Source: an optimization exercise on an open RTL-to-GDS flow (aim: small area, a short achievable clock period and few clock cycles per item). Production flows keep margins and buffers that such runs may drop.
The RTL was checked by simulation tests, not by an equivalence proof against the original design.

// fc_edge
module fc_edge (
    input  wire        clk,
    input  wire        rst,         
    input  wire        in_valid,
    output wire        in_ready,
    input  wire [2:0]  n_cells,     
    input  wire [2:0]  rot,         
    input  wire [10:0] minp,        
    input  wire [15:0] u_a,         
    input  wire [15:0] u_b,         
    input  wire [95:0] trim,        
    output reg         out_valid,
    output reg  [95:0] on_code,     
    output reg  [95:0] off_code,
    output reg  [3:0]  clip,        
    output reg  [2:0]  nssat        
);
clock: 30.0 ns
lec_check: 0
abc_area: 1
cap_margin: 20
core_margin: 2
core_utilization: 40
place_density: 0.6
slew_margin: 20
run.sh (not shown) runs the stock make flow with config.mk's settings and CLKGATE_MAP_FILE= SYNTH_SCRIPT=/design/flow/synth_recipe.tcl, a recipe that flattens the netlist after the stock synthesis.
Testbench counts at the start, summed over its fixed seeds: cycles 24,032, items 24,000.
Rerun with:
--- a/flow/design.v
+++ b/flow/design.v
@@ -77,19 +77,21 @@
     assign w4_a  = ra[20:0];
     assign w4_b  = rb[20:0];
     assign clamp = {hi_b, lo_b | hi_b, hi_a, lo_a | hi_a};
 endmodule
 module fc_cell_q (
     input  wire        [20:0] w4r_a,     
     input  wire        [20:0] w4r_b,
     input  wire        [3:0]  clamp,     
     input  wire        [10:0] minp,
-    input  wire        [15:0] nk,        
+    input  wire        [11:0] mm1,       
+    input  wire        [17:0] kh0,       
+    input  wire        [17:0] kh1,       
     input  wire        [15:0] centre,
     input  wire        [19:0] m1,        
     input  wire        [7:0]  r2,        
     input  wire               f,         
     output wire        [17:0] x,         
     output wire        [16:0] th,        
     output wire               c8,
     output wire               lo,
     output wire               hi,
@@ -110,25 +112,25 @@
     wire [24:0] t1s, t1c, t2s, t2c, t;
     fc_csa #(25) u_t1 (.x({2'd0, w4_a, 2'd0}), .y({2'd0, w4_b, 2'd0}), .z({{5{m1[19]}}, m1}),
                        .s(t1s), .c(t1c));
     fc_csa #(25) u_t2 (.x(t1s), .y(t1c), .z({{17{~f}}, ~r2}), .s(t2s), .c(t2c));    
     fc_add #(25) u_t (.a(t2s), .b(t2c), .ci(1'b1), .s(t));
     assign th = t[24:8];
     wire [8:0]  tl = {1'b0, t[7:0]} + {1'b0, r_a};
     assign c8  = tl[8];
     wire [7:0]  r_b = tl[7:0];
-    wire [24:0] l1s, l1c, h1s, h1c, dl, dh;
-    fc_csa #(25) u_l1 (.x(t2s), .y(t2c), .z({6'h3F, ~minp, 8'hFF}), .s(l1s), .c(l1c));
-    fc_add #(25) u_lo (.a(l1s), .b({l1c[24:1], 1'b1}), .ci(1'b1), .s(dl));
-    fc_csa #(25) u_h1 (.x(t2s), .y(t2c), .z({1'b1, nk, 8'hFF}), .s(h1s), .c(h1c));
-    fc_add #(25) u_hi (.a(h1s), .b({h1c[24:1], 1'b1}), .ci(1'b1), .s(dh));
-    assign lo = dl[24] & ~(c8 & &dl[24:8]);
-    assign hi = ~(dh[24] & ~(c8 & &dh[24:8]));
+    wire [17:0] dl0, dl1, dh0, dh1;
+    fc_add #(18) u_l0 (.a({th[16], th}), .b(~{7'd0, minp}), .ci(1'b1), .s(dl0));
+    fc_add #(18) u_l1 (.a({th[16], th}), .b(~{{6{mm1[11]}}, mm1}), .ci(1'b1), .s(dl1));
+    fc_add #(18) u_h0 (.a({th[16], th}), .b(kh0), .ci(1'b0), .s(dh0));
+    fc_add #(18) u_h1 (.a({th[16], th}), .b(kh1), .ci(1'b0), .s(dh1));
+    assign lo = c8 ? dl1[17] : dl0[17];
+    assign hi = c8 ? ~dh1[17] : ~dh0[17];
     wire signed [16:0] ts = th;
     wire rb_hi = r_b > 8'd128;
     wire rb_lo = r_b < 8'd128;
     wire sl_hi0 = (ts > 17'sd1024)  | ((ts == 17'sd1024)  & rb_hi);
     wire sl_hi1 = (ts > 17'sd1023)  | ((ts == 17'sd1023)  & rb_hi);
     wire sl_lo0 = (ts < -17'sd1024) | ((ts == -17'sd1024) & rb_lo);
     wire sl_lo1 = (ts < -17'sd1025) | ((ts == -17'sd1025) & rb_lo);
     wire sh_hi0 = (ts > 17'sd52224) | ((ts == 17'sd52224) & rb_hi);
     wire sh_hi1 = (ts > 17'sd52223) | ((ts == 17'sd52223) & rb_hi);
@@ -263,19 +265,21 @@
             cl1[k]  <= cclamp[k];
         end
     end
     reg rst1;
     always @(posedge clk)
         rst1 <= rst;
     reg  [19:0] m1_q [0:5];
     reg  [7:0]  r2_q [0:5];
     reg         f_q  [0:5];      
-    wire [15:0] nk1 = {5'd0, minp1} + 16'd14334;   
+    wire [11:0] mm1 = {1'b0, minp1} - 12'd1;
+    wire [17:0] kh0 = {7'd0, minp1} - 18'd51201;
+    wire [17:0] kh1 = {7'd0, minp1} - 18'd51200;
     wire [17:0] q_x   [0:3];
     wire [16:0] q_th  [0:3];
     wire        q_c8  [0:3];
     wire        q_lo  [0:3];
     wire        q_hi  [0:3];
     wire [19:0] q_m1  [0:3];
     wire [7:0]  q_r2  [0:3];
     wire        q_f   [0:3];
     wire        q_sat [0:3];
@@ -295,19 +299,19 @@
                         localparam integer SL = (j + 4 * pp + rr) % NC;
                         assign ctab[pp*64 + nn*8 + rr] = (2 * SL * 51200 + NC) / (2 * NC);
                     end
                 end
             end
             wire [15:0] centre = ctab[{pass, n1, rot1}];
             assign q_c[j] = centre;
             fc_cell_q u_q (
                 .w4r_a(w_a1[j]), .w4r_b(w_b1[j]), .clamp(cl1[j]),
-                .minp(minp1), .nk(nk1), .centre(q_c[j]),
+                .minp(minp1), .mm1(mm1), .kh0(kh0), .kh1(kh1), .centre(q_c[j]),
                 .m1(m1_q[j]), .r2(r2_q[j]), .f(f_q[j]),
                 .x(q_x[j]), .th(q_th[j]), .c8(q_c8[j]), .lo(q_lo[j]), .hi(q_hi[j]),
                 .m1_next(q_m1[j]), .r2_next(q_r2[j]), .f_next(q_f[j]), .sat(q_sat[j])
             );
         end
     endgenerate
     wire [2:0] clip_p;
     fc_pop6 u_pclip (.x(clip1[5:0]), .n(clip_p));
     wire [3:0] clip_cnt = {1'b0, clip_p} + {3'd0, clip1[6]} + {3'd0, clip1[7]} +
Result:
- register-to-register slack stays flat
- hold slack gains 0.0094 ns
- synthesized area goes down by about 6.4%
- flip-flop and latch count does not change
- non-clock buffer count fell by 12
- synthesized cell count drops by about 8%
Testbench counts after the change, summed over its fixed seeds: cycles 24,032, items 24,000.

-- re-timing with driven ports --
No port has a modelled driver above. Below, the same layouts with a new extraction and two added sets of constraints.
Step 1 sets driving cells, clkbuf_16 on the clock port and buf_2 on the other inputs (assumed; they add their load-dependent delay and slew).
Step 2 also shifts input and output timing later by t, the mid clock arrival at the registers, as if the neighbouring blocks saw the same clock.
Slacks: ideal / step 1 / step 2; pairs: ideal / step 1.
run	t, ns	slack for setup (ns)	worst data-port slew with drivers (ns)
the first run	0.852	21.867 / 21.781 / 22.633	0.06
the second run	0.836	21.700 / 21.617 / 22.453	0.04
After both steps setup and hold are still met in every run listed.
